Background: an optimization exercise with open tools, aiming at small area, a short achievable clock period and few clock cycles per item. Do not read the settings as production practice. RTL that was checked went through simulation tests only; none was proved equivalent to the original. Only the layout flow was run in runs 2 and 3; the RTL was not checked for function there. Power is estimated from default activity; no workload was simulated.

## flow/run.sh

```bash
#!/bin/bash
# The standard layout, with the setup repair aiming for a margin below the clock period.
set -euo pipefail
bash standard.sh SETUP_SLACK_MARGIN=8 finish > standard_make.log 2>&1
```

## standard.sh

```bash
#!/bin/bash
# synth_recipe.tcl (not shown) runs the flow's synth.tcl, then flattens the netlist and writes it again
# the make line also repeats each setting of config.mk as NAME=value (left out here)
make -C /OpenROAD-flow-scripts/flow DESIGN_CONFIG=/design/flow/config.mk WORK_HOME=/design/flow/orfs CLKGATE_MAP_FILE= SYNTH_SCRIPT=/design/flow/synth_recipe.tcl "${@:-finish}"
```

## config.mk

```make
export PLATFORM = sky130hd
export DESIGN_NAME = bf_rescale
export DESIGN_NICKNAME = bf_rescale
export VERILOG_FILES = /design/flow/design.v
export SDC_FILE = /design/flow/constraint.sdc
export NUM_CORES = 4
export LEC_CHECK = 0
export CAP_MARGIN = 20
export CORE_MARGIN = 2
export CORE_UTILIZATION = 40
export PLACE_DENSITY = 0.6
export SLEW_MARGIN = 20
```

## constraint.sdc

```tcl
create_clock -name core_clock -period 12.0 [get_ports {clk}]
set_input_delay 2.4000 -clock core_clock [delete_from_list [all_inputs] [get_ports {clk}]]
set_output_delay 2.4000 -clock core_clock [all_outputs]
set_load 0.01 [all_outputs]
```

## design.v

```verilog
module bf_rescale (
    input  wire        clk,
    input  wire        rst,
    input  wire        start,
    input  wire [63:0] mask,
    input  wire [1:0]  rs_cap,
    output wire        ready,
    output reg         rd_en,
    output wire [5:0]  rd_addr,
    input  wire [31:0] rd_data,
    output reg         out_valid,
    output reg  [5:0]  out_idx,
    output reg  [12:0] out_i,
    output reg  [12:0] out_q,
    output reg         done,
    output wire [15:0] s_out,
    output wire [4:0]  exp_out,
    output wire        null_out
);
    localparam [1:0] S_IDLE = 2'd0,
                     S_P1   = 2'd1,
                     S_DIV  = 2'd2,
                     S_P2   = 2'd3;
    localparam [5:0] D_FIRST  = 6'd4;
    localparam [5:0] P2_FIRST = 6'd36;
    localparam [5:0] P2_LAST  = 6'd35;
    localparam [1:0] M_SQ  = 2'd0,     
                     M_ONE = 2'd1,     
                     M_S   = 2'd2;     
    reg [1:0]  state;
    reg        ready_r;
    reg [5:0]  cnt;
    reg [63:0] mask_r;
    reg        cap_hi, cap_lo;
    reg        two;                     
    reg [15:0] s_r;
    reg [4:0]  exp_r;
    reg        null_r;
    assign ready    = ready_r;
    assign rd_addr  = cnt;
    assign s_out    = s_r;
    assign exp_out  = exp_r;
    assign null_out = null_r;
    wire accept = start & ready_r;
    wire last_rd = (state == S_P1 && cnt == 6'd63) || (state == S_P2 && cnt == P2_LAST);
    always @(posedge clk) begin
        cnt    <= accept ? 6'd0 : cnt + 6'd1;
        mask_r <= accept ? mask : {mask_r[0], mask_r[63:1]};
        if (accept) begin
            cap_hi <= rs_cap[1];
            cap_lo <= rs_cap[0];
        end
        if (state == S_P1 && cnt == 6'd0)
            two <= ~cap_hi & (|mask_r);
    end
    always @(posedge clk) begin
        if (rst) begin
            state   <= S_IDLE;
            rd_en   <= 1'b0;
            ready_r <= 1'b1;
        end else begin
            case (state)
                S_IDLE: begin
                    if (accept) begin
                        state   <= S_P1;
                        rd_en   <= 1'b1;
                        ready_r <= 1'b0;
                    end
                end
                S_P1: begin
                    if (cnt == 6'd62 && !two)
                        ready_r <= 1'b1;
                    if (cnt == 6'd63) begin
                        if (two) begin
                            state <= S_DIV;
                            rd_en <= 1'b0;
                        end else if (accept) begin
                            ready_r <= 1'b0;
                        end else begin
                            state <= S_IDLE;
                            rd_en <= 1'b0;
                        end
                    end
                end
                S_DIV: begin
                    if (cnt == P2_FIRST - 6'd1) begin
                        state <= S_P2;
                        rd_en <= 1'b1;
                    end
                end
                S_P2: begin
                    if (cnt == P2_LAST - 6'd1)
                        ready_r <= 1'b1;
                    if (cnt == P2_LAST) begin
                        if (accept) begin
                            state   <= S_P1;
                            ready_r <= 1'b0;
                        end else begin
                            state <= S_IDLE;
                            rd_en <= 1'b0;
                        end
                    end
                end
            endcase
        end
    end
    reg        v1, pa1, m1, last1;
    reg [5:0]  idx1;
    reg        v2, m2, last2;
    reg [1:0]  md2;
    reg [5:0]  idx2;
    reg [5:0]  ng_i, on_i, tw_i, ng_q, on_q, tw_q;
    reg [16:0] x_i, x_q;
    reg        nzd2;
    reg [4:0]  e2;
    wire [11:0] r_i = rd_data[11:0];
    wire [11:0] r_q = rd_data[23:12];
    wire [12:0] e_i = {r_i, 1'b0};
    wire [12:0] e_q = {r_q, 1'b0};
    wire        sq1 = pa1 & two;
    wire [15:0] s_op = pa1 ? 16'd16384 : s_r;
    integer k;
    always @(posedge clk) begin
        if (rst) begin
            v1 <= 1'b0;
            v2 <= 1'b0;
        end else begin
            v1 <= rd_en;
            v2 <= v1;
        end
        pa1   <= (state == S_P1);
        m1    <= mask_r[0];
        last1 <= last_rd;
        idx1  <= cnt;
        m2    <= m1;
        last2 <= last1;
        idx2  <= idx1;
        md2   <= !pa1 ? M_S : (two ? M_SQ : M_ONE);
        for (k = 0; k < 6; k = k + 1) begin
            ng_i[k] <= e_i[2*k+2];
            on_i[k] <= e_i[2*k+1] ^ e_i[2*k];
            tw_i[k] <= (e_i[2*k+2] & ~e_i[2*k+1] & ~e_i[2*k]) | (~e_i[2*k+2] & e_i[2*k+1] & e_i[2*k]);
            ng_q[k] <= e_q[2*k+2];
            on_q[k] <= e_q[2*k+1] ^ e_q[2*k];
            tw_q[k] <= (e_q[2*k+2] & ~e_q[2*k+1] & ~e_q[2*k]) | (~e_q[2*k+2] & e_q[2*k+1] & e_q[2*k]);
        end
        x_i   <= sq1 ? {{5{r_i[11]}}, r_i} : {1'b0, s_op};
        x_q   <= sq1 ? {{5{r_q[11]}}, r_q} : {1'b0, s_op};
        nzd2  <= |rd_data[23:0];
        e2    <= rd_data[28:24];
    end
    wire [26:0] ra_i, rb_i, ra_q, rb_q;
    bf_bmul mul_i (.ng(ng_i), .on(on_i), .tw(tw_i), .x(x_i), .ra(ra_i), .rb(rb_i));
    bf_bmul mul_q (.ng(ng_q), .on(on_q), .tw(tw_q), .x(x_q), .ra(ra_q), .rb(rb_q));
    reg        v3, m3, last3, nzd3;
    reg [1:0]  md3;
    reg [5:0]  idx3;
    reg [4:0]  e3;
    reg [26:0] ya_i, yb_i, ya_q, yb_q;
    always @(posedge clk) begin
        if (rst)
            v3 <= 1'b0;
        else
            v3 <= v2;
        m3    <= m2;
        last3 <= last2;
        nzd3  <= nzd2;
        md3   <= md2;
        idx3  <= idx2;
        e3    <= e2;
        ya_i  <= ra_i;
        yb_i  <= rb_i;
        ya_q  <= ra_q;
        yb_q  <= rb_q;
    end
    wire        sq  = (md3 == M_SQ);
    wire [26:0] p_i = ya_i + yb_i;
    wire [26:0] p_q = ya_q + yb_q;
    wire [23:0] h_s = ya_i[23:0] ^ yb_i[23:0] ^ ya_q[23:0];
    wire [23:0] h_c = ((ya_i[23:0] & yb_i[23:0]) | (ya_i[23:0] & ya_q[23:0]) | (yb_i[23:0] & ya_q[23:0])) << 1;
    wire [23:0] g_s = h_s ^ h_c ^ yb_q[23:0];
    wire [23:0] g_c = ((h_s & h_c) | (h_s & yb_q[23:0]) | (h_c & yb_q[23:0])) << 1;
    wire first3 = (md3 != M_S) && (idx3 == 6'd0);
    wire nz_cur = ~m3 & nzd3;
    reg        nz, anym;
    wire       nz_t   = (nz & ~first3) | nz_cur;
    wire       anym_t = (anym & ~first3) | m3;
    wire       null_1 = anym_t & ~nz_t;
    reg        v4, m4, first4;
    reg [23:0] pw;
    always @(posedge clk) begin
        if (rst) begin
            out_valid <= 1'b0;
            done      <= 1'b0;
            v4        <= 1'b0;
        end else begin
            out_valid <= v3 & ~sq;
            done      <= v3 & ~sq & last3;
            v4        <= v3 & sq;
        end
        out_idx <= idx3;
        out_i   <= m3 ? 13'd0 : p_i[26:14];
        out_q   <= m3 ? 13'd0 : p_q[26:14];
        if (v3 && !sq && idx3 == 6'd0)
            exp_r <= e3;
        if (v3 && md3 != M_S) begin
            nz   <= nz_t;
            anym <= anym_t;
        end
        m4     <= m3;
        first4 <= first3;
        pw     <= g_s + g_c;
    end
    reg [32:0] z;
    reg [29:0] s_rem;
    reg [1:0]  qb;
    reg        ovf;
    reg [14:0] root;
    reg [16:0] srem;
    wire        in_div  = (state == S_DIV) && (cnt >= D_FIRST);
    wire [31:0] dsub    = {1'b0, z[32:2]} - {2'b00, s_rem};
    wire        q_bit   = ~dsub[31];
    wire [18:0] ssh     = {srem, qb};
    wire [18:0] strial  = {2'b00, root, 2'b01};
    wire [19:0] ssub    = {1'b0, ssh} - {1'b0, strial};
    wire        s_bit   = ~ssub[19];
    wire        sq_step = (state == S_DIV) && (cnt[0] == D_FIRST[0] + 1'b1) && (cnt >= D_FIRST + 6'd3);
    wire [15:0] cap_v   = cap_lo ? 16'd23170 : 16'd32768;
    wire        big     = ovf | (cap_lo & (root >= 15'd23170));
    always @(posedge clk) begin
        if (v4) begin
            z     <= (first4 ? 33'd0 : z) + {9'd0, pw};
            s_rem <= (first4 ? 30'd0 : s_rem) + (m4 ? 30'd0 : {6'd0, pw});
        end else if (in_div) begin
            z <= {(q_bit ? dsub[29:0] : z[31:2]), z[1:0], 1'b0};
        end
        if (in_div) begin
            qb <= {qb[0], q_bit};
            if (cnt == D_FIRST)
                ovf <= q_bit;
        end
        if (state == S_DIV && cnt == D_FIRST) begin
            root <= 15'd0;
            srem <= 17'd0;
        end else if (sq_step) begin
            root <= {root[13:0], s_bit};
            srem <= s_bit ? ssub[16:0] : ssh[16:0];
        end
        if (state == S_P2 && cnt == P2_FIRST) begin
            s_r    <= !nz ? 16'd0 : big ? cap_v : {1'b0, root};
            null_r <= !nz;
        end
        if (v3 && md3 == M_ONE && last3) begin
            s_r    <= null_1 ? 16'd0 : 16'd16384;
            null_r <= null_1;
        end
    end
endmodule
module bf_bmul (
    input  wire [5:0]  ng,
    input  wire [5:0]  on,
    input  wire [5:0]  tw,
    input  wire [16:0] x,
    output wire [26:0] ra,
    output wire [26:0] rb
);
    wire [17:0] x1 = {x[16], x};
    wire [17:0] x2 = {x, 1'b0};
    wire [17:0] pp0 = (({18{on[0]}} & x1) | ({18{tw[0]}} & x2)) ^ {18{ng[0]}};
    wire [17:0] pp1 = (({18{on[1]}} & x1) | ({18{tw[1]}} & x2)) ^ {18{ng[1]}};
    wire [17:0] pp2 = (({18{on[2]}} & x1) | ({18{tw[2]}} & x2)) ^ {18{ng[2]}};
    wire [17:0] pp3 = (({18{on[3]}} & x1) | ({18{tw[3]}} & x2)) ^ {18{ng[3]}};
    wire [17:0] pp4 = (({18{on[4]}} & x1) | ({18{tw[4]}} & x2)) ^ {18{ng[4]}};
    wire [17:0] pp5 = (({18{on[5]}} & x1) | ({18{tw[5]}} & x2)) ^ {18{ng[5]}};
    wire t1 = pp0[10] ^ pp1[8];
    wire t2 = pp0[10] & pp1[8];
    wire t3 = pp0[11] ^ pp1[9];
    wire t4 = pp0[11] & pp1[9];
    wire t5 = pp0[12] ^ pp1[10];
    wire t6 = pp0[12] & pp1[10];
    wire t7 = pp0[13] ^ pp1[11];
    wire t8 = pp0[13] & pp1[11];
    wire t9 = pp0[14] ^ pp1[12];
    wire t10 = pp0[14] & pp1[12];
    wire t11 = pp0[15] ^ pp1[13];
    wire t12 = pp0[15] & pp1[13];
    wire t13 = pp0[16] ^ pp1[14];
    wire t14 = pp0[16] & pp1[14];
    wire t15 = pp0[17] ^ pp1[15];
    wire t16 = pp0[17] & pp1[15];
    wire t17 = pp0[17] ^ pp1[16];
    wire t18 = pp0[17] & pp1[16];
    wire t19 = ~pp0[17] ^ ~pp1[17];
    wire t20 = ~pp0[17] & ~pp1[17];
    wire t21 = pp0[6] ^ pp1[4];
    wire t22 = pp0[6] & pp1[4];
    wire t23 = pp0[7] ^ pp1[5];
    wire t24 = pp0[7] & pp1[5];
    wire t25 = pp0[8] ^ pp1[6] ^ pp2[4];
    wire t26 = (pp0[8] & pp1[6]) | (pp0[8] & pp2[4]) | (pp1[6] & pp2[4]);
    wire t27 = pp3[2] ^ pp4[0];
    wire t28 = pp3[2] & pp4[0];
    wire t29 = pp0[9] ^ pp1[7] ^ pp2[5];
    wire t30 = (pp0[9] & pp1[7]) | (pp0[9] & pp2[5]) | (pp1[7] & pp2[5]);
    wire t31 = pp3[3] ^ pp4[1];
    wire t32 = pp3[3] & pp4[1];
    wire t33 = t1 ^ pp2[6] ^ pp3[4];
    wire t34 = (t1 & pp2[6]) | (t1 & pp3[4]) | (pp2[6] & pp3[4]);
    wire t35 = pp4[2] ^ pp5[0] ^ ng[5];
    wire t36 = (pp4[2] & pp5[0]) | (pp4[2] & ng[5]) | (pp5[0] & ng[5]);
    wire t37 = t2 ^ t3 ^ pp2[7];
    wire t38 = (t2 & t3) | (t2 & pp2[7]) | (t3 & pp2[7]);
    wire t39 = pp3[5] ^ pp4[3] ^ pp5[1];
    wire t40 = (pp3[5] & pp4[3]) | (pp3[5] & pp5[1]) | (pp4[3] & pp5[1]);
    wire t41 = t4 ^ t5 ^ pp2[8];
    wire t42 = (t4 & t5) | (t4 & pp2[8]) | (t5 & pp2[8]);
    wire t43 = pp3[6] ^ pp4[4] ^ pp5[2];
    wire t44 = (pp3[6] & pp4[4]) | (pp3[6] & pp5[2]) | (pp4[4] & pp5[2]);
    wire t45 = t6 ^ t7 ^ pp2[9];
    wire t46 = (t6 & t7) | (t6 & pp2[9]) | (t7 & pp2[9]);
    wire t47 = pp3[7] ^ pp4[5] ^ pp5[3];
    wire t48 = (pp3[7] & pp4[5]) | (pp3[7] & pp5[3]) | (pp4[5] & pp5[3]);
    wire t49 = t8 ^ t9 ^ pp2[10];
    wire t50 = (t8 & t9) | (t8 & pp2[10]) | (t9 & pp2[10]);
    wire t51 = pp3[8] ^ pp4[6] ^ pp5[4];
    wire t52 = (pp3[8] & pp4[6]) | (pp3[8] & pp5[4]) | (pp4[6] & pp5[4]);
    wire t53 = t10 ^ t11 ^ pp2[11];
    wire t54 = (t10 & t11) | (t10 & pp2[11]) | (t11 & pp2[11]);
    wire t55 = pp3[9] ^ pp4[7] ^ pp5[5];
    wire t56 = (pp3[9] & pp4[7]) | (pp3[9] & pp5[5]) | (pp4[7] & pp5[5]);
    wire t57 = t12 ^ t13 ^ pp2[12];
    wire t58 = (t12 & t13) | (t12 & pp2[12]) | (t13 & pp2[12]);
    wire t59 = pp3[10] ^ pp4[8] ^ pp5[6];
    wire t60 = (pp3[10] & pp4[8]) | (pp3[10] & pp5[6]) | (pp4[8] & pp5[6]);
    wire t61 = t14 ^ t15 ^ pp2[13];
    wire t62 = (t14 & t15) | (t14 & pp2[13]) | (t15 & pp2[13]);
    wire t63 = pp3[11] ^ pp4[9] ^ pp5[7];
    wire t64 = (pp3[11] & pp4[9]) | (pp3[11] & pp5[7]) | (pp4[9] & pp5[7]);
    wire t65 = t16 ^ t17 ^ pp2[14];
    wire t66 = (t16 & t17) | (t16 & pp2[14]) | (t17 & pp2[14]);
    wire t67 = pp3[12] ^ pp4[10] ^ pp5[8];
    wire t68 = (pp3[12] & pp4[10]) | (pp3[12] & pp5[8]) | (pp4[10] & pp5[8]);
    wire t69 = t18 ^ t19 ^ pp2[15];
    wire t70 = (t18 & t19) | (t18 & pp2[15]) | (t19 & pp2[15]);
    wire t71 = pp3[13] ^ pp4[11] ^ pp5[9];
    wire t72 = (pp3[13] & pp4[11]) | (pp3[13] & pp5[9]) | (pp4[11] & pp5[9]);
    wire t73 = t20 ^ 1'b1 ^ pp2[16];
    wire t74 = (t20 & 1'b1) | (t20 & pp2[16]) | (1'b1 & pp2[16]);
    wire t75 = pp3[14] ^ pp4[12] ^ pp5[10];
    wire t76 = (pp3[14] & pp4[12]) | (pp3[14] & pp5[10]) | (pp4[12] & pp5[10]);
    wire t77 = ~pp2[17] ^ pp3[15] ^ pp4[13];
    wire t78 = (~pp2[17] & pp3[15]) | (~pp2[17] & pp4[13]) | (pp3[15] & pp4[13]);
    wire t79 = 1'b1 ^ pp3[16];
    wire t80 = 1'b1 & pp3[16];
    wire t81 = pp0[4] ^ pp1[2];
    wire t82 = pp0[4] & pp1[2];
    wire t83 = pp0[5] ^ pp1[3];
    wire t84 = pp0[5] & pp1[3];
    wire t85 = t21 ^ pp2[2] ^ pp3[0];
    wire t86 = (t21 & pp2[2]) | (t21 & pp3[0]) | (pp2[2] & pp3[0]);
    wire t87 = t22 ^ t23 ^ pp2[3];
    wire t88 = (t22 & t23) | (t22 & pp2[3]) | (t23 & pp2[3]);
    wire t89 = t24 ^ t25 ^ t27;
    wire t90 = (t24 & t25) | (t24 & t27) | (t25 & t27);
    wire t91 = t26 ^ t28 ^ t29;
    wire t92 = (t26 & t28) | (t26 & t29) | (t28 & t29);
    wire t93 = t30 ^ t32 ^ t33;
    wire t94 = (t30 & t32) | (t30 & t33) | (t32 & t33);
    wire t95 = t34 ^ t36 ^ t37;
    wire t96 = (t34 & t36) | (t34 & t37) | (t36 & t37);
    wire t97 = t38 ^ t40 ^ t41;
    wire t98 = (t38 & t40) | (t38 & t41) | (t40 & t41);
    wire t99 = t42 ^ t44 ^ t45;
    wire t100 = (t42 & t44) | (t42 & t45) | (t44 & t45);
    wire t101 = t46 ^ t48 ^ t49;
    wire t102 = (t46 & t48) | (t46 & t49) | (t48 & t49);
    wire t103 = t50 ^ t52 ^ t53;
    wire t104 = (t50 & t52) | (t50 & t53) | (t52 & t53);
    wire t105 = t54 ^ t56 ^ t57;
    wire t106 = (t54 & t56) | (t54 & t57) | (t56 & t57);
    wire t107 = t58 ^ t60 ^ t61;
    wire t108 = (t58 & t60) | (t58 & t61) | (t60 & t61);
    wire t109 = t62 ^ t64 ^ t65;
    wire t110 = (t62 & t64) | (t62 & t65) | (t64 & t65);
    wire t111 = t66 ^ t68 ^ t69;
    wire t112 = (t66 & t68) | (t66 & t69) | (t68 & t69);
    wire t113 = t70 ^ t72 ^ t73;
    wire t114 = (t70 & t72) | (t70 & t73) | (t72 & t73);
    wire t115 = t74 ^ t76 ^ t77;
    wire t116 = (t74 & t76) | (t74 & t77) | (t76 & t77);
    wire t117 = t78 ^ t79 ^ pp4[14];
    wire t118 = (t78 & t79) | (t78 & pp4[14]) | (t79 & pp4[14]);
    wire t119 = t80 ^ ~pp3[17] ^ pp4[15];
    wire t120 = (t80 & ~pp3[17]) | (t80 & pp4[15]) | (~pp3[17] & pp4[15]);
    wire t121 = 1'b1 ^ pp4[16];
    wire t122 = 1'b1 & pp4[16];
    wire t123 = pp0[2] ^ pp1[0];
    wire t124 = pp0[2] & pp1[0];
    wire t125 = pp0[3] ^ pp1[1];
    wire t126 = pp0[3] & pp1[1];
    wire t127 = t81 ^ pp2[0] ^ ng[2];
    wire t128 = (t81 & pp2[0]) | (t81 & ng[2]) | (pp2[0] & ng[2]);
    wire t129 = t82 ^ t83 ^ pp2[1];
    wire t130 = (t82 & t83) | (t82 & pp2[1]) | (t83 & pp2[1]);
    wire t131 = t84 ^ t85 ^ ng[3];
    wire t132 = (t84 & t85) | (t84 & ng[3]) | (t85 & ng[3]);
    wire t133 = t86 ^ t87 ^ pp3[1];
    wire t134 = (t86 & t87) | (t86 & pp3[1]) | (t87 & pp3[1]);
    wire t135 = t88 ^ t89 ^ ng[4];
    wire t136 = (t88 & t89) | (t88 & ng[4]) | (t89 & ng[4]);
    wire t137 = t90 ^ t91 ^ t31;
    wire t138 = (t90 & t91) | (t90 & t31) | (t91 & t31);
    wire t139 = t92 ^ t93 ^ t35;
    wire t140 = (t92 & t93) | (t92 & t35) | (t93 & t35);
    wire t141 = t94 ^ t95 ^ t39;
    wire t142 = (t94 & t95) | (t94 & t39) | (t95 & t39);
    wire t143 = t96 ^ t97 ^ t43;
    wire t144 = (t96 & t97) | (t96 & t43) | (t97 & t43);
    wire t145 = t98 ^ t99 ^ t47;
    wire t146 = (t98 & t99) | (t98 & t47) | (t99 & t47);
    wire t147 = t100 ^ t101 ^ t51;
    wire t148 = (t100 & t101) | (t100 & t51) | (t101 & t51);
    wire t149 = t102 ^ t103 ^ t55;
    wire t150 = (t102 & t103) | (t102 & t55) | (t103 & t55);
    wire t151 = t104 ^ t105 ^ t59;
    wire t152 = (t104 & t105) | (t104 & t59) | (t105 & t59);
    wire t153 = t106 ^ t107 ^ t63;
    wire t154 = (t106 & t107) | (t106 & t63) | (t107 & t63);
    wire t155 = t108 ^ t109 ^ t67;
    wire t156 = (t108 & t109) | (t108 & t67) | (t109 & t67);
    wire t157 = t110 ^ t111 ^ t71;
    wire t158 = (t110 & t111) | (t110 & t71) | (t111 & t71);
    wire t159 = t112 ^ t113 ^ t75;
    wire t160 = (t112 & t113) | (t112 & t75) | (t113 & t75);
    wire t161 = t114 ^ t115 ^ pp5[11];
    wire t162 = (t114 & t115) | (t114 & pp5[11]) | (t115 & pp5[11]);
    wire t163 = t116 ^ t117 ^ pp5[12];
    wire t164 = (t116 & t117) | (t116 & pp5[12]) | (t117 & pp5[12]);
    wire t165 = t118 ^ t119 ^ pp5[13];
    wire t166 = (t118 & t119) | (t118 & pp5[13]) | (t119 & pp5[13]);
    wire t167 = t120 ^ t121 ^ pp5[14];
    wire t168 = (t120 & t121) | (t120 & pp5[14]) | (t121 & pp5[14]);
    wire t169 = t122 ^ ~pp4[17] ^ pp5[15];
    wire t170 = (t122 & ~pp4[17]) | (t122 & pp5[15]) | (~pp4[17] & pp5[15]);
    wire t171 = 1'b1 ^ pp5[16];
    wire t172 = 1'b1 & pp5[16];
    assign ra = {t170, t168, t166, t164, t162, t160, t158, t156, t154, t152, t150, t148, t146, t144, t142, t140, t138, t136, t134, t132, t130, t128, t126, t124, t123, pp0[1], pp0[0]};
    assign rb = {t171, t169, t167, t165, t163, t161, t159, t157, t155, t153, t151, t149, t147, t145, t143, t141, t139, t137, t135, t133, t131, t129, t127, t125, ng[1], 1'b0, ng[0]};
endmodule
```

==> flow_summary.toml, run 1 <==
[run_status]
status = "finished clean"

[worst_setup_path]
rr_worst_depth = 14
cp_num_buf_inv = 2
cp_data_arrival_time_ns = 4.50
critPathTopFamily = "compound AO/OA/AOI/OAI gates"
rr_endpoint = "pw[23]$_DFF_P_"
cp.required_ns = 12.55
worstSetupStartpointType = "flip-flop"
crit_path_max_fanout = 6
r2r_slack_ns = 8.06
path_depth = 14
slowest_delay_ns = 0.49
crit_start = "ya_i[8]$_DFF_P_"
endpoint_kind = "flip-flop"
crit_chain = "inv_1 -> fa_1 -> fa_1 -> inv_1 -> ha_1 -> a2111oi_0 -> o21ai_1 -> a41oi_2 -> o21a_1 -> a31oi_1 -> a41o_1 -> a21o_1 -> a21oi_1 -> xnor2_1"
r2r-start = "ya_i[8]$_DFF_P_"
path_class = "flip-flop to flip-flop"
slowest_stage = "fa_1"
critPathCapture = "pw[23]$_DFF_P_"

[drt]
dr.pass1.iters = 5
vias_per_cell = 5.17
ant_nets = 0
drc = 0
wire_per_inst_um = 17.8
drt_iter0_drc = 1331
vias = 23329
routed_wl_um = 80500

[synthesis]
synth-async-reset-ratio = 0
synth_top_flop_cell = "dfxtp_1"
avgSynthCellArea_sq_um = 9.20
yosysWarnings = 1
synth-edff-count = 93
syn_nets = 3852
synthDistinctLibCells = 83
yosysSeqAreaShare = 0.340
syn-instance-count = 3367
synth_area_sq_um = 31000
ys_ff_latch = 480

[layout]
drive_gt1_frac = 0.0481
finalInstanceArea_sq_um = 35400
mostFrequentLayoutCell = "dfxtp_1"
areaGrowthSynthToFinish_pct = 14.3
nNetsFinal = 3911
layout_common_cells = "377 x dfxtp_1, 369 x nand2_1, 337 x inv_1, 224 x xnor2_1, 213 x ha_1"
num_antenna_cells = 0

[sta]
hold_viol_final = 0
fmax_mhz = 254
slew_violations = 0
setup_viol_count_final = 0
tightest_slew_ns = 1.11
finClkSkew_ns = 0.0422
rsz0062_at_grt = "true"
finalCritPeriodShare = 0.329
finalCriticalPeriod_ns = 3.94
slew_headroom = 0.256
tns_ns = 0
fin_hold_ws_ns = 0.326

[pwr]
power.internal_mw = 6.16
pwr-share-comb = 0.592
clkPwrFrac = 0.164
switching_share = 0.439
powerDensity_nw_per_um2 = 310
p_total_mw = 11.0
p_sw_mw = 4.82
pwr-share-seq = 0.244
ir_drop_uv = 181
power.leakage_nw = 15.4

[cts]
clkTransAtPathRegs_ns = 0.06
cts_buffers = 54
cts_root_buf = "clkbuf_16"
clock_path_buffers = 3
cts.sinks = 480
cts-htree-levels = 2
clk_latency_ns = 0.64
cts_tree = "yes"
ctsHoldBuffers = 0

[run]
cap_violations = 0

[place]
place_congestion = 0.886
io_buffers = 161
place_hpwl_um = 60800
post_dp_cell_area_sq_um = 33400

[global_route]
grt_first_pass_wirelength_um = 128000
grt_max_degree = 76
antenna_found_initial = 3
grt-ovfl-total = 0
grt_use_total = 0.202
grt_pass1_vias = 22958

[die]
initial_utilization = 0.402
ioPinCount = 165
coreArea_sq_um = 77100
rows = 102
die_area_sq_um = 79700
die_h_um = 282
fp.dieW_um = 282

[min_path]
min_path_type = "flip-flop to flip-flop"
## kinds of logic after synthesis
family                   count (synthesis)  share of synthesized area
adder cells (fa/ha/maj)                384                      0.197
multiplexers                            25                    0.00820
flip-flops                             480                      0.340
AO/OA/AOI/OAI                          729                      0.161
buffers and inverters                  518                     0.0630
XOR/XNOR                               348                     0.0984
AND/OR/NAND/NOR                        883                      0.132
## metal layers
| metal | GRT usage | vias to the layer above | routed length (um) |
|---|---|---|---|
| met5 | 0 | - | 13 |
| met4 | 0.0529 | 2 | 1730 |
| met3 | 0.0309 | 103 | 3650 |
| met2 | 0.340 | 486 | 38400 |
| met1 | 0.270 | 11153 | 36700 |
| li1 | - | 11585 | - |
## worst register-to-register path: stages (launching register included)
cell and delay (ns):
dfxtp_1 0.35, inv_1 0.08, fa_1 0.49, fa_1 0.49, inv_1 0.04, ha_1 0.37, a2111oi_0 0.37, o21ai_1 0.19
a41oi_2 0.30, o21a_1 0.26, a31oi_1 0.15, a41o_1 0.31, a21o_1 0.18, a21oi_1 0.16, xnor2_1 0.14
## final cells by class
type                       count  area (sq um)
fill                        7514         41700
tap                         1040          1300
clock inverter                39           488
sequential                   480         10600
timing repair buffer         179          1740
clock buffer                  63          1470
inverter                     342          1280
multi-input combinational   2369         18600
## cells in the mapped netlist, types with 5 or more instances
cell         n  share of area
xnor2_1    224          0.063
dfxtp_1    387           0.25
o21a_1      19         0.0046
xor2_1     124          0.035
a211oi_1    48          0.012
a41oi_1      6         0.0017
clkbuf_1   155          0.019
o21ai_0    101          0.016
nand2b_1    25         0.0051
inv_1      337          0.041
a21oi_1    143          0.023
a21o_1      78          0.019
nor3b_1      6         0.0015
nand4_1     23         0.0046
nor4_1      24         0.0048
ha_1       213          0.086
a22oi_1    195          0.047
or2_2        7         0.0014
o21bai_1    14         0.0034
nor2b_1     82          0.017
and3_1      17         0.0034
fa_1       171           0.11
buf_2        5        0.00081
o211ai_1    16         0.0039
mux2i_1     22         0.0071
edfxtp_1    93          0.090
o31ai_1     10         0.0024
buf_1       15         0.0018
nand3_1     33         0.0053
and2_1      14         0.0028
a21boi_0     5         0.0012
a2111oi_0    8         0.0023
a31oi_1     21         0.0042
nand2_1    370          0.045
o22ai_1      5         0.0010
or3_1       14         0.0028
nor3_1      52         0.0084
nor2_1     193          0.023
## through the flow
| stage | cells | utilization | setup slack, ns |
|---|---|---|---|
| after floorplan | 3367 | - | 8.03 |
| after global placement | 4407 | 0.433 | 7.38 |
| after detailed placement | 4407 | 0.433 | 7.35 |
| after CTS | 4509 | 0.459 | 7.99 |
| after global routing | 4512 | 0.459 | 7.76 |
| final | 4512 | 0.459 | 8.06 |
## power groups by stage
stage / logic [mW] / registers [mW] / clock network, mW
detailed placement: 6.48 / 2.71 / 0
global route: 7.41 / 2.73 / 1.90
floorplan: 4.85 / 2.46 / 0
CTS: 6.54 / 2.68 / 1.84
global placement: 6.41 / 2.71 / 0
finish: 6.50 / 2.68 / 1.80
## worst min-delay path by stage
stage | from | to | cells past startpoint
final | idx1[0]$_DFF_P_ | idx2[0]$_DFF_P_ | 0
after global routing | last2$_DFF_P_ | last3$_DFF_P_ | 0
after CTS | idx1[0]$_DFF_P_ | idx2[0]$_DFF_P_ | 0
after detailed placement | e2[1]$_DFF_P_ | e3[1]$_DFF_P_ | 0
after global placement | e2[1]$_DFF_P_ | e3[1]$_DFF_P_ | 0
after floorplan | e2[0]$_DFF_P_ | e3[0]$_DFF_P_ | 0
## timing repair
| action | 4_1_cts | 5_1_grt |
|---|---|---|
| pin swaps | 0 | 2 |
| setup buffers | 0 | 3 |
| endpoints found under the setup margin | 37 | 18 |
| gates resized for setup | 37 | 10 |
## flip-flops by register name, summed over array words and instances, names as in the netlist, 13 cells and up, named ones only
register,cells
yb_i,26
out_i,13
x_i,17
srem,17
ya_q,27
z,33
mask_r,64
s_rem,30
pw,24
x_q,17
yb_q,26
s_r,16
out_q,13
ya_i,27
root,15
Testbench counts, summed over its fixed seeds: cycles 43,308, items 384.
==> run 2: changes to the inputs <==
--- a/design.v
+++ b/design.v
@@ -21,9 +21,9 @@
                      S_P1   = 2'd1,
                      S_DIV  = 2'd2,
                      S_P2   = 2'd3;
-    localparam [5:0] D_FIRST  = 6'd4;
-    localparam [5:0] P2_FIRST = 6'd36;
-    localparam [5:0] P2_LAST  = 6'd35;
+    localparam [5:0] D_FIRST  = 6'd5;
+    localparam [5:0] P2_FIRST = 6'd37;
+    localparam [5:0] P2_LAST  = 6'd36;
     localparam [1:0] M_SQ  = 2'd0,     
                      M_ONE = 2'd1,     
                      M_S   = 2'd2;     
@@ -42,15 +42,16 @@
     assign exp_out  = exp_r;
     assign null_out = null_r;
     wire accept = start & ready_r;
-    wire last_rd = (state == S_P1 && cnt == 6'd63) || (state == S_P2 && cnt == P2_LAST);
+    wire last_rd  = (state == S_P1 && cnt == 6'd0) || (state == S_P2 && cnt == P2_LAST);
+    wire first_rd = (state == S_P1 && cnt == 6'd1) || (state == S_P2 && cnt == P2_FIRST);
     always @(posedge clk) begin
-        cnt    <= accept ? 6'd0 : cnt + 6'd1;
-        mask_r <= accept ? mask : {mask_r[0], mask_r[63:1]};
-        if (accept) begin
+        cnt    <= ready_r ? 6'd1 : cnt + 6'd1;
+        mask_r <= ready_r ? {mask[0], mask[63:1]} : {mask_r[0], mask_r[63:1]};
+        if (ready_r) begin
             cap_hi <= rs_cap[1];
             cap_lo <= rs_cap[0];
         end
-        if (state == S_P1 && cnt == 6'd0)
+        if (state == S_P1 && cnt == 6'd1)
             two <= ~cap_hi & (|mask_r);
     end
     always @(posedge clk) begin
@@ -68,9 +69,9 @@
                     end
                 end
                 S_P1: begin
-                    if (cnt == 6'd62 && !two)
+                    if (cnt == 6'd63 && !two)
                         ready_r <= 1'b1;
-                    if (cnt == 6'd63) begin
+                    if (cnt == 6'd0) begin
                         if (two) begin
                             state <= S_DIV;
                             rd_en <= 1'b0;
@@ -104,15 +105,12 @@
             endcase
         end
     end
-    reg        v1, pa1, m1, last1;
-    reg [5:0]  idx1;
-    reg        v2, m2, last2;
+    reg        v1, pa1, m1, last1, fp1, w01;
+    reg        v2, m2, last2, fp2;
     reg [1:0]  md2;
-    reg [5:0]  idx2;
     reg [5:0]  ng_i, on_i, tw_i, ng_q, on_q, tw_q;
     reg [16:0] x_i, x_q;
     reg        nzd2;
-    reg [4:0]  e2;
     wire [11:0] r_i = rd_data[11:0];
     wire [11:0] r_q = rd_data[23:12];
     wire [12:0] e_i = {r_i, 1'b0};
@@ -131,10 +129,11 @@
         pa1   <= (state == S_P1);
         m1    <= mask_r[0];
         last1 <= last_rd;
-        idx1  <= cnt;
+        fp1   <= first_rd;
+        w01   <= (cnt == 6'd0);
         m2    <= m1;
         last2 <= last1;
-        idx2  <= idx1;
+        fp2   <= fp1;
         md2   <= !pa1 ? M_S : (two ? M_SQ : M_ONE);
         for (k = 0; k < 6; k = k + 1) begin
             ng_i[k] <= e_i[2*k+2];
@@ -147,15 +146,14 @@
         x_i   <= sq1 ? {{5{r_i[11]}}, r_i} : {1'b0, s_op};
         x_q   <= sq1 ? {{5{r_q[11]}}, r_q} : {1'b0, s_op};
         nzd2  <= |rd_data[23:0];
-        e2    <= rd_data[28:24];
+        if (v1 && w01 && !(pa1 && two))
+            exp_r <= rd_data[28:24];
     end
     wire [26:0] ra_i, rb_i, ra_q, rb_q;
     bf_bmul mul_i (.ng(ng_i), .on(on_i), .tw(tw_i), .x(x_i), .ra(ra_i), .rb(rb_i));
     bf_bmul mul_q (.ng(ng_q), .on(on_q), .tw(tw_q), .x(x_q), .ra(ra_q), .rb(rb_q));
-    reg        v3, m3, last3, nzd3;
+    reg        v3, m3, last3, fp3, nzd3;
     reg [1:0]  md3;
-    reg [5:0]  idx3;
-    reg [4:0]  e3;
     reg [26:0] ya_i, yb_i, ya_q, yb_q;
     always @(posedge clk) begin
         if (rst)
@@ -166,8 +164,7 @@
         last3 <= last2;
         nzd3  <= nzd2;
         md3   <= md2;
-        idx3  <= idx2;
-        e3    <= e2;
+        fp3   <= fp2;
         ya_i  <= ra_i;
         yb_i  <= rb_i;
         ya_q  <= ra_q;
@@ -180,7 +177,7 @@
     wire [23:0] h_c = ((ya_i[23:0] & yb_i[23:0]) | (ya_i[23:0] & ya_q[23:0]) | (yb_i[23:0] & ya_q[23:0])) << 1;
     wire [23:0] g_s = h_s ^ h_c ^ yb_q[23:0];
     wire [23:0] g_c = ((h_s & h_c) | (h_s & yb_q[23:0]) | (h_c & yb_q[23:0])) << 1;
-    wire first3 = (md3 != M_S) && (idx3 == 6'd0);
+    wire first3 = (md3 != M_S) && fp3;
     wire nz_cur = ~m3 & nzd3;
     reg        nz, anym;
     wire       nz_t   = (nz & ~first3) | nz_cur;
@@ -198,11 +195,9 @@
             done      <= v3 & ~sq & last3;
             v4        <= v3 & sq;
         end
-        out_idx <= idx3;
+        out_idx <= !fp3 ? out_idx + 6'd1 : (md3 == M_S) ? P2_FIRST : 6'd1;
         out_i   <= m3 ? 13'd0 : p_i[26:14];
         out_q   <= m3 ? 13'd0 : p_q[26:14];
-        if (v3 && !sq && idx3 == 6'd0)
-            exp_r <= e3;
         if (v3 && md3 != M_S) begin
             nz   <= nz_t;
             anym <= anym_t;
@@ -228,12 +223,11 @@
     wire [15:0] cap_v   = cap_lo ? 16'd23170 : 16'd32768;
     wire        big     = ovf | (cap_lo & (root >= 15'd23170));
     always @(posedge clk) begin
-        if (v4) begin
-            z     <= (first4 ? 33'd0 : z) + {9'd0, pw};
-            s_rem <= (first4 ? 30'd0 : s_rem) + (m4 ? 30'd0 : {6'd0, pw});
-        end else if (in_div) begin
+        if (in_div)
             z <= {(q_bit ? dsub[29:0] : z[31:2]), z[1:0], 1'b0};
-        end
+        else
+            z <= (first4 ? 33'd0 : z) + (v4 ? {9'd0, pw} : 33'd0);
+        s_rem <= (first4 ? 30'd0 : s_rem) + ((v4 & ~m4) ? {6'd0, pw} : 30'd0);
         if (in_div) begin
             qb <= {qb[0], q_bit};
             if (cnt == D_FIRST)
==> flow/run.sh (replaced) <==
#!/bin/bash
# The standard layout, with the setup repair aiming for a margin below the clock period
# and plain buffers (not delay cells) on the ports.
set -euo pipefail
bash standard.sh SETUP_SLACK_MARGIN=8 "BUFFER_PORTS_ARGS=-buffer_cell sky130_fd_sc_hd__buf_2" finish > standard_make.log 2>&1
==> run 2 against run 1 <==
Die area decreased by 4.1%. Setup slack improved by 0.064 ns. Count of clock-buffer cells in the layout grew 5. Register-to-register slack better by 0.06 ns. Core utilization shrank 0.61 points. Still clean on timing, DRC and antenna.
==> flow_summary.toml, run 2 <==
[drt]
routed_wl_um = 75700
drc = 0
drt_iter0_drc = 1372
ant_nets = 0
dr.pass1.iters = 6
wire_per_inst_um = 17.8
vias = 22112
vias_per_cell = 5.21

[global_route]
grt_max_degree = 63
grt-ovfl-total = 0
antenna_found_initial = 12
grt_first_pass_wirelength_um = 121000
grt_pass1_vias = 21888
grt_use_total = 0.196

[synthesis]
synth_area_sq_um = 29700
yosysSeqAreaShare = 0.318
yosysMostFrequentCell = "dfxtp_1"
avgSynthCellArea_sq_um = 9.36
synth-async-reset-ratio = 0
syn-instance-count = 3172
synth_top_area_cell = "dfxtp_1"
yosysWarnings = 1
synthDistinctLibCells = 76
synthTopCellsByArea = "dfxtp_1 29%, fa_1 12%, ha_1 9.1%, xnor2_1 6.8%, a22oi_1 4.9%"
synth_top_flop_cell = "dfxtp_1"
synth-edff-count = 30
syn_nets = 3659
synth_top_area_share = 0.287
ys_ff_latch = 456
yosys-top-cells-count = "426 x dfxtp_1, 337 x inv_1, 232 x xnor2_1"

[sta]
finalCritPeriodShare = 0.323
hold_viol_final = 0
fmax_mhz = 258
rsz0062_at_grt = "true"
finalCriticalPeriod_ns = 3.88
setup_viol_count_final = 0
tns_ns = 0
finClkSkew_ns = 0.0300
slew_violations = 0
slew_headroom = 0.243
tightest_slew_ns = 1.13

[worst_setup_path]
rr_worst_depth = 12
endpoint_kind = "flip-flop"
path_class = "flip-flop to flip-flop"
worstSetupStartpointType = "flip-flop"
crit_path_max_fanout = 3
cp.required_ns = 12.53
cp_data_arrival_time_ns = 4.41

[cts]
cts_buffers = 52
cts_root_buf = "clkbuf_16"
ctsHoldBuffers = 0
clkTransAtPathRegs_ns = 0.06
clk_latency_ns = 0.63
clock_path_buffers = 3
cts.sinks = 456
cts-htree-levels = 2
cts_tree = "yes"

[layout]
reg.largest.list = "mask_r: 64 flops, z: 33 flops, s_rem: 30 flops"
nNetsFinal = 3728
top_register = "mask_r"
mostFrequentLayoutCell = "dfxtp_1"
largest_reg_flops = 64
areaGrowthSynthToFinish_pct = 11.8
layout_common_cells = "421 x dfxtp_1, 337 x inv_1, 232 x xnor2_1, 215 x ha_1, 195 x a22oi_1"
drive_gt1_frac = 0.114
finalInstanceArea_sq_um = 33200
stdcell_count = 4247

[place]
place_congestion = 0.843
dp.cells = 4144
place_hpwl_um = 57500
io_buffers = 161
post_dp_cell_area_sq_um = 31200

[pwr]
pwr-share-comb = 0.617
p_total_mw = 10.9
power.internal_mw = 6.12
power.leakage_nw = 14.8
powerDensity_nw_per_um2 = 329
p_sw_mw = 4.81
pwr-share-seq = 0.230
ir_drop_uv = 177
switching_share = 0.440
clkPwrFrac = 0.154

[die]
coreArea_sq_um = 73200
die_h_um = 276
rows = 99
initial_utilization = 0.406
ioPinCount = 165
fp.dieW_um = 276
die_area_sq_um = 76400

[run]
cap_violations = 0

[run_status]
status = "finished clean"

[min_path]
hold_depth = 0
min_path_type = "flip-flop to flip-flop"
run 2: changes by cell type in the layout (fill, tap and decap cells not counted), moves of 12 or more:
cell	change
a211oi_1	-36
and2_1	+21
buf_2	+161
clkdlybuf4s50_1	-137
dfxtp_1	+44
dlygate4sd2_1	-22
edfxtp_1	-63
mux2_2	+64
mux2i_1	+12
nand2_1	-188
nor2_1	-28
o21ai_0	-19
o21ai_1	+13
run 2: power by group through the flow:
stage	Combinational [mW]	Sequential (mW)	Clock [mW]
final	6.74	2.51	1.68
after global routing	7.64	2.57	1.79
after CTS	6.74	2.51	1.73
after detailed placement	6.62	2.56	0
after global placement	6.57	2.56	0
after floorplan	5.08	2.31	0
run 2: through the flow:
stage               setup slack, ns  hold slack (ns)   util
CTS                            8.00            0.327  0.452
global placement               7.69            0.311  0.426
floorplan                      8.38            0.310      -
global route                   7.93            0.333  0.453
finish                         8.12            0.327  0.453
detailed placement             7.63            0.312  0.426
run 2: path summary, 6_finish.rpt:
kind | start | end | slack [ns]
max | ya_i[2]$_DFF_P_ | pw[23]$_DFF_P_ | 8.12
min | md2[0]$_SDFF_PN0_ | md3[0]$_DFF_P_ | 0.33
max reg2reg | ya_i[2]$_DFF_P_ | pw[23]$_DFF_P_ | 8.12
min reg2reg | md2[0]$_SDFF_PN0_ | md3[0]$_DFF_P_ | 0.33
run 2: kinds of logic after synthesis:
family                     share of synthesized area
DFF                                            0.318
xor gates and xnor gates                       0.107
buffers and inverters                         0.0637
adders and majority gates                      0.206
AOI/OAI and AO/OA                              0.156
muxes                                         0.0374
and+or+nand+nor                                0.113
run 2: cell type report:
class / instances / area [sq um]
timing repair buffer: 175 / 951
tap: 959 / 1200
inverter: 341 / 1280
sequential: 456 / 9440
antenna: 4 / 10.0
clock buffer: 68 / 1480
clock inverter: 29 / 380
multi-input combinational: 2215 / 18400
fill: 7082 / 40000
run 2: layer usage:
| layer | wire, um | vias to the layer above | track usage |
|---|---|---|---|
| li1 | - | 10935 | - |
| met1 | 33800 | 10487 | 0.260 |
| met2 | 35300 | 558 | 0.326 |
| met3 | 4510 | 118 | 0.0346 |
| met4 | 2030 | 14 | 0.0576 |
| met5 | 83 | - | 0 |
run 2: timing repair:
item | CTS | global route
resized for setup | 6 | 12
buffers inserted | 2 | 0
endpoints found under the setup margin | 12 | 20
run 2: worst max-delay path, stage by stage, from the launching register on:
cell and delay [ns]:
dfxtp_1 0.33, fa_1 0.57, fa_1 0.47, fa_1 0.47, a21o_1 0.20, a21oi_2 0.20, o21ai_0 0.21, a221oi_2 0.37
o21ai_1 0.16, o41ai_2 0.34, o21bai_1 0.13, a21oi_1 0.19, xnor2_1 0.15
==> run 3: changes to the inputs <==
==> flow/run.sh (replaced) <==
#!/bin/bash
# The standard layout, with the setup repair aiming for a margin below the clock period,
# plain buffers (not delay cells) on the ports and smaller clock buffers.
set -euo pipefail
bash standard.sh SETUP_SLACK_MARGIN=8 "BUFFER_PORTS_ARGS=-buffer_cell sky130_fd_sc_hd__buf_2" \
    "CTS_BUF_LIST=sky130_fd_sc_hd__clkbuf_4 sky130_fd_sc_hd__clkbuf_8" finish > standard_make.log 2>&1
==> run 3 against run 2 <==
Core utilization rose by 0.12 points. Wire length rose by 0.78%. Count of clock-buffer cells in the layout increased by 58. Power up 0.11%. Cell area up 0.26%. Sequential share of layout area shrank 0.073 points. Combinational power barely moved. Fmax shrank 0.30%. Cell count grew 1.3%. Die area did not move. Critical endpoint unchanged.
==> flow_summary.toml, run 3 <==
[run_status]
status = "finished clean"

[synthesis]
muxShareOfSynthArea = 0.0374
synth-compound-area-share = 0.156
synth_xor_area_frac = 0.107
synth_top_area_cell = "dfxtp_1"
synth_top_flop_cell = "dfxtp_1"
synthAdderAreaFrac = 0.206
syn-instance-count = 3172
synth_top_area_share = 0.287
synthDistinctLibCells = 76
yosysSeqAreaShare = 0.318
synthTopCellsByArea = "dfxtp_1 29%, fa_1 12%, ha_1 9.1%, xnor2_1 6.8%, a22oi_1 4.9%"
synth_area_sq_um = 29700
synth-edff-count = 30
yosysWarnings = 1
syn_nets = 3659
synth_top_family_by_area = "adder cells"
synthSimpleGateAreaFrac = 0.113
ys_ff_latch = 456
synth-async-reset-ratio = 0
avgSynthCellArea_sq_um = 9.36
yosys-top-cells-count = "426 x dfxtp_1, 337 x inv_1, 232 x xnor2_1"
yosysMostFrequentCell = "dfxtp_1"

[layout]
final_core_util = 0.454
areaGrowthSynthToFinish_pct = 12.0
drive_gt1_frac = 0.130
layout_common_cells = "421 x dfxtp_1, 337 x inv_1, 232 x xnor2_1, 215 x ha_1, 195 x a22oi_1"
stdcell_count = 4302
reg.largest.list = "mask_r: 64 flops, z: 33 flops, s_rem: 30 flops"
largest_reg_flops = 64
mostFrequentLayoutCell = "dfxtp_1"
nNetsFinal = 3758
top_register = "mask_r"

[die]
initial_utilization = 0.406
rows = 99
fp.dieW_um = 276
ioPinCount = 165
die_h_um = 276
die_area_sq_um = 76400
coreArea_sq_um = 73200

[pwr]
p_sw_mw = 4.83
pwr-share-seq = 0.230
powerDensity_nw_per_um2 = 329
p_total_mw = 10.9
pwr-share-comb = 0.616
power.internal_mw = 6.11
power.leakage_nw = 14.9
clkPwrFrac = 0.155
ir_drop_uv = 208
switching_share = 0.442

[cts]
cts.sinks = 456
cts_buffers = 82
clk_latency_ns = 0.69
ctsHoldBuffers = 0
clkTransAtPathRegs_ns = 0.07
cts-htree-levels = 3
cts_root_buf = "clkbuf_8"
cts_tree = "yes"
clock_path_buffers = 3

[drt]
vias_per_cell = 5.20
wl_met1_um = 33800
routed.top_layer = "met5"
drt_iter0_drc = 1328
dr.pass1.iters = 6
ant_nets = 0
vias = 22349
routed_wl_um = 76300
wire_per_inst_um = 17.7
wl_met2_um = 35500
wl_met3_um = 4700
drc = 0

[global_route]
grt_max_degree = 63
grt-ovfl-total = 0
grt_use_total = 0.197
grt_pass1_vias = 22203
grt_first_pass_wirelength_um = 121000
antenna_found_initial = 13

[sta]
finalCriticalPeriod_ns = 3.89
hold_viol_final = 0
tns_ns = 0
rsz0062_at_grt = "true"
tightest_slew_ns = 1.13
finClkSkew_ns = 0.0492
slew_violations = 0
slew_headroom = 0.248
fin_hold_ws_ns = 0.326
fmax_mhz = 257
finalCritPeriodShare = 0.324
setup_viol_count_final = 0

[worst_setup_path]
r2r-start = "ya_i[2]$_DFF_P_"
cp_data_arrival_time_ns = 4.48
path_class = "flip-flop to flip-flop"
cp_common_cell = "fa_1"
endpoint_kind = "flip-flop"
cp.required_ns = 12.59
worstSetupStartpointType = "flip-flop"
critPathTopFamily = "compound AO/OA/AOI/OAI gates"
crit_path_max_fanout = 3
slowest_stage = "fa_1"
crit_chain = "fa_1 -> fa_1 -> fa_1 -> a21o_1 -> a21oi_2 -> o21ai_0 -> a221oi_2 -> o21ai_1 -> o41ai_2 -> o21bai_1 -> a21oi_1 -> xnor2_1"
cp_num_buf_inv = 0
slowest_delay_ns = 0.57
crit_start = "ya_i[2]$_DFF_P_"

[run]
cap_violations = 0

[place]
place_hpwl_um = 57500
place_congestion = 0.843
io_buffers = 161
dp.cells = 4144

[min_path]
min_path_type = "flip-flop to flip-flop"
hp-start = "m2$_DFF_P_"
run 3: cell counts after synthesis:
No cell type changed its count.
run 3: final cells by class:
type                       instances  area [sq um]
antenna                            5          12.5
clock buffer                     126          1570
clock inverter                    25           375
fill                            7070         39900
inverter                         341          1280
multi-input combinational       2215         18400
sequential                       456          9440
tap                              959          1200
timing repair buffer             175           951
run 3: repair_timing:
| action | in CTS | in global routing |
|---|---|---|
| hold endpoints to repair | 0 | 0 |
| endpoints found under the setup margin | 12 | 20 |
| pin swaps | 0 | 2 |
| gates resized for setup | 7 | 11 |
| setup buffers | 1 | 1 |
run 3: per-layer routing:
metal  vias to the layer above  track usage
met4                        14       0.0684
met3                       142       0.0393
met5                         -            0
met2                       608        0.324
met1                     10562        0.258
li1                      11023            -
run 3: kinds of logic after synthesis:
group,Yosys count
flops,456
buf+inv,501
simple gates,681
fa+ha+maj,386
mux,102
compound gates,684
xor+xnor,362
run 3: path summary, 6_finish.rpt:
kind	cells after the start	to	slack [ns]
setup / recovery	12	pw[23]$_DFF_P_	8.11
hold / removal	0	m3$_DFF_P_	0.33
setup reg to reg	12	pw[23]$_DFF_P_	8.11
hold reg to reg	0	m3$_DFF_P_	0.33
run 3: power groups by stage:
stage	clock (mW)	combinational (mW)	sequential [mW]
2_1_floorplan	0	5.08	2.31
3_3_place_gp	0	6.57	2.56
3_5_place_dp	0	6.62	2.56
4_1_cts	1.75	6.71	2.52
5_1_grt	1.81	7.64	2.57
6_report	1.70	6.74	2.51
run 3: per-stage QoR:
stage | setup WS (ns) | area [sq um]
4_1_cts | 7.91 | 33200
2_1_floorplan | 8.38 | 29700
3_3_place_gp | 7.69 | 31200
6_report | 8.11 | 33300
5_1_grt | 7.88 | 33300
3_5_place_dp | 7.63 | 31200
==> run 4: changes to the inputs <==
--- a/design.v
+++ b/design.v
@@ -45,9 +45,9 @@
     wire last_rd  = (state == S_P1 && cnt == 6'd0) || (state == S_P2 && cnt == P2_LAST);
     wire first_rd = (state == S_P1 && cnt == 6'd1) || (state == S_P2 && cnt == P2_FIRST);
     always @(posedge clk) begin
-        cnt    <= ready_r ? 6'd1 : cnt + 6'd1;
-        mask_r <= ready_r ? {mask[0], mask[63:1]} : {mask_r[0], mask_r[63:1]};
-        if (ready_r) begin
+        cnt    <= accept ? 6'd1 : cnt + 6'd1;
+        mask_r <= accept ? {mask[0], mask[63:1]} : {mask_r[0], mask_r[63:1]};
+        if (accept) begin
             cap_hi <= rs_cap[1];
             cap_lo <= rs_cap[0];
         end
@@ -223,11 +223,12 @@
     wire [15:0] cap_v   = cap_lo ? 16'd23170 : 16'd32768;
     wire        big     = ovf | (cap_lo & (root >= 15'd23170));
     always @(posedge clk) begin
-        if (in_div)
+        if (v4) begin
+            z     <= (first4 ? 33'd0 : z) + {9'd0, pw};
+            s_rem <= (first4 ? 30'd0 : s_rem) + (m4 ? 30'd0 : {6'd0, pw});
+        end else if (in_div) begin
             z <= {(q_bit ? dsub[29:0] : z[31:2]), z[1:0], 1'b0};
-        else
-            z <= (first4 ? 33'd0 : z) + (v4 ? {9'd0, pw} : 33'd0);
-        s_rem <= (first4 ? 30'd0 : s_rem) + ((v4 & ~m4) ? {6'd0, pw} : 30'd0);
+        end
         if (in_div) begin
             qb <= {qb[0], q_bit};
             if (cnt == D_FIRST)
==> flow/run.sh (replaced) <==
#!/bin/bash
# The standard layout, with the setup repair aiming for a margin below the clock period
# and plain buffers (not delay cells) on the ports.
set -euo pipefail
bash standard.sh SETUP_SLACK_MARGIN=8 "BUFFER_PORTS_ARGS=-buffer_cell sky130_fd_sc_hd__buf_2" finish > standard_make.log 2>&1
==> run 4 against run 3 <==
Cell area is 0.68% higher. Fmax is 1.9% higher. Register-to-register slack improved by 0.07 ns. Still clean on timing, DRC and antenna. Sequential share of layout area is 1.7 points higher. Count of clock-buffer cells in the layout fell by 51. Synthesized cell count is 2.3% higher. Global-route usage fell by 0.055 points.
==> flow_summary.toml, run 4 <==
[drt]
drc = 0
vias = 22492
drt_iter0_drc = 1437
routed_wl_um = 76600
wire_per_inst_um = 17.7
dr.pass1.iters = 5
ant_nets = 0
vias_per_cell = 5.21

[min_path]
min_path_type = "flip-flop to flip-flop"
hold_path_end = "nzd3$_DFF_P_"
hold_depth = 0
hp-start = "nzd2$_DFF_P_"

[worst_setup_path]
rr_worst_depth = 12
rr_endpoint = "pw[23]$_DFF_P_"
cp.required_ns = 12.58
endpoint_kind = "flip-flop"
r2r_slack_ns = 8.18
crit_path_max_fanout = 3
cp_data_arrival_time_ns = 4.40
path_class = "flip-flop to flip-flop"
r2r-start = "ya_i[2]$_DFF_P_"
worstSetupStartpointType = "flip-flop"

[synthesis]
synth-edff-count = 93
synth_top_area_cell = "dfxtp_1"
synth_top_area_share = 0.241
yosysSeqAreaShare = 0.334
yosysWarnings = 1
yosys-top-cells-count = "363 x dfxtp_1, 345 x nand2_1, 310 x inv_1"
syn_nets = 3732
avgSynthCellArea_sq_um = 9.28
synthTopCellsByArea = "dfxtp_1 24%, fa_1 11%, edfxtp_1 9.3%, ha_1 8.9%, xnor2_1 6.7%"
synth-async-reset-ratio = 0
synth_top_flop_cell = "dfxtp_1"
synthDistinctLibCells = 73
ys_ff_latch = 456
synth_area_sq_um = 30100
syn-instance-count = 3245
yosysMostFrequentCell = "dfxtp_1"

[cts]
cts_root_buf = "clkbuf_16"
cts_buffers = 54
cts_tree = "yes"
clkTransAtPathRegs_ns = 0.06
cts.sinks = 456
clk_latency_ns = 0.64
cts-htree-levels = 2
clock_path_buffers = 3
ctsHoldBuffers = 0

[global_route]
grt_use_total = 0.197
antenna_found_initial = 8
grt_max_degree = 73
grt-ovfl-total = 0
grt_first_pass_wirelength_um = 122000
grt_util_met3 = 0.0481
grtUsageMet1 = 0.268
grt.met2_usage = 0.308
grt_busiest_layer = "met2"
grt_pass1_vias = 22146

[sta]
finalCritPeriodShare = 0.318
tns_ns = 0
rsz0062_at_grt = "false"
tightest_slew_ns = 1.10
slew_headroom = 0.269
fmax_mhz = 262
setup_viol_count_final = 0
finalCriticalPeriod_ns = 3.82
finClkSkew_ns = 0.0567
slew_violations = 0
hold_viol_final = 0

[layout]
layout_common_cells = "360 x dfxtp_1, 344 x nand2_1, 310 x inv_1, 230 x xnor2_1, 215 x ha_1"
stdcell_count = 4319
reg.largest.list = "mask_r: 64 flops, z: 33 flops, s_rem: 30 flops"
top_register = "mask_r"
seq_area_sq_um = 10100
mostFrequentLayoutCell = "dfxtp_1"
areaGrowthSynthToFinish_pct = 11.2
fill_cells = 7220
multi_input_area_sq_um = 18300
nNetsFinal = 3791
finalInstanceArea_sq_um = 33500
largest_reg_flops = 64
drive_gt1_frac = 0.0908

[place]
dp.cells = 4215
io_buffers = 161
place_congestion = 0.880
place_hpwl_um = 57900
post_dp_cell_area_sq_um = 31600

[die]
initial_utilization = 0.405
die_area_sq_um = 77500
die_h_um = 278
rows = 100
ioPinCount = 165
fp.dieW_um = 278
coreArea_sq_um = 74400

[pwr]
power.leakage_nw = 15.0
p_total_mw = 11.0
ir_drop_uv = 250
powerDensity_nw_per_um2 = 329

[run_status]
status = "finished clean"

[run]
cap_violations = 0
## run 4: critical path, cell delays in order, from the launching register on
cell	delay, ns
dfxtp_1	0.34
fa_1	0.56
fa_1	0.46
fa_1	0.47
a21oi_2	0.16
o21bai_1	0.11
a21oi_2	0.20
o21a_1	0.19
o211ai_1	0.17
a311o_1	0.46
a221o_1	0.34
a21oi_1	0.18
xnor2_1	0.13
## run 4: metrics by stage
| step | hold WS, ns | util | setup WS, ns |
|---|---|---|---|
| after global placement | 0.312 | 0.424 | 7.70 |
| after detailed placement | 0.313 | 0.424 | 7.68 |
| after floorplan | 0.310 | - | 8.31 |
| after CTS | 0.329 | 0.449 | 8.03 |
| after global routing | 0.336 | 0.450 | 7.95 |
| final | 0.329 | 0.450 | 8.18 |
## run 4: area by class of cell
type / instances / area share
Antenna cell: 1 / 0.0000747
Clock buffer: 75 / 0.0460
Clock inverter: 26 / 0.00740
Inverter: 315 / 0.0353
Multi-Input combinational cell: 2300 / 0.546
Sequential cell: 456 / 0.300
Tap cell: 969 / 0.0362
Timing Repair Buffer: 177 / 0.0281
## run 4: worst max path at each step
stage / from / endpoint / cells after the start / slack [ns]
after floorplan: first4$_DFF_P_ / s_rem[25]$_DFFE_PP_ / 14 / 8.31
after global placement: first4$_DFF_P_ / s_rem[26]$_DFFE_PP_ / 14 / 7.70
after detailed placement: first4$_DFF_P_ / s_rem[26]$_DFFE_PP_ / 14 / 7.68
after CTS: first4$_DFF_P_ / s_rem[26]$_DFFE_PP_ / 14 / 8.03
after global routing: first4$_DFF_P_ / z[27]$_DFFE_PP_ / 12 / 7.95
final: ya_i[2]$_DFF_P_ / pw[23]$_DFF_P_ / 12 / 8.18
## run 4: cell families after synthesis
kind of cell               after synthesis  synth area share
buffers and inverters                  489            0.0615
muxes                                   53            0.0179
DFF                                    456             0.334
and+or+nand+nor                        787             0.120
AOI/OAI and AO/OA                      710             0.157
xor gates and xnor gates               364             0.106
adders and majority gates              386             0.203
## run 4: metal layers
| layer | vias to the layer above | part of all wire |
|---|---|---|
| met5 | - | 0.0010 |
| met4 | 12 | 0.025 |
| met3 | 108 | 0.067 |
| met2 | 528 | 0.44 |
| met1 | 10675 | 0.46 |
| li1 | 11169 | - |
## run 4: power by group
group / internal, mW / switching (mW)
logic: 2.97 / 3.74
registers: 2.16 / 0.495
clock network: 0.948 / 0.693
total: 6.08 / 4.93
## run 4: timing repair
action                                 4_1_cts  5_1_grt
endpoints found under the hold margin        0        0
gates resized for setup                      6       13
setup buffers                                0        2
pin swaps                                    0        2
setup endpoints to repair                   17       25
Testbench counts of run 4, summed over its fixed seeds: cycles 43,308, items 384.

static timing again, ports no longer ideal:
The results above use ideal ports. As a check the final layouts listed here were re-extracted and re-timed, cells and wires unchanged. Step 1 sets driving cells, clkbuf_16 on the clock port and buf_2 on the other inputs (assumed; they add their load-dependent delay and slew). Step 2 times the ports against the registers' clock, not the clock port: input delays grow and output delays shrink by t, the midpoint of the rising clock arrivals with the driver on. a / b / c = no drivers / after step 1 / after step 2; a / b = the first two.
run	t (ns)	slack for setup (ns)	worst setup path after step 2
run 1	0.689	8.056 / 7.999 / 7.658	input to register
run 2	0.673	8.121 / 8.121 / 8.121	register to register
run 3	0.728	8.109 / 8.081 / 8.109	register to register
run 4	0.679	8.182 / 8.161 / 8.111	input to register
After both steps every run listed still meets setup and hold. The setup slack of run 1, which loses most, moves by -0.057 ns with the drivers and by -0.398 ns with both steps.
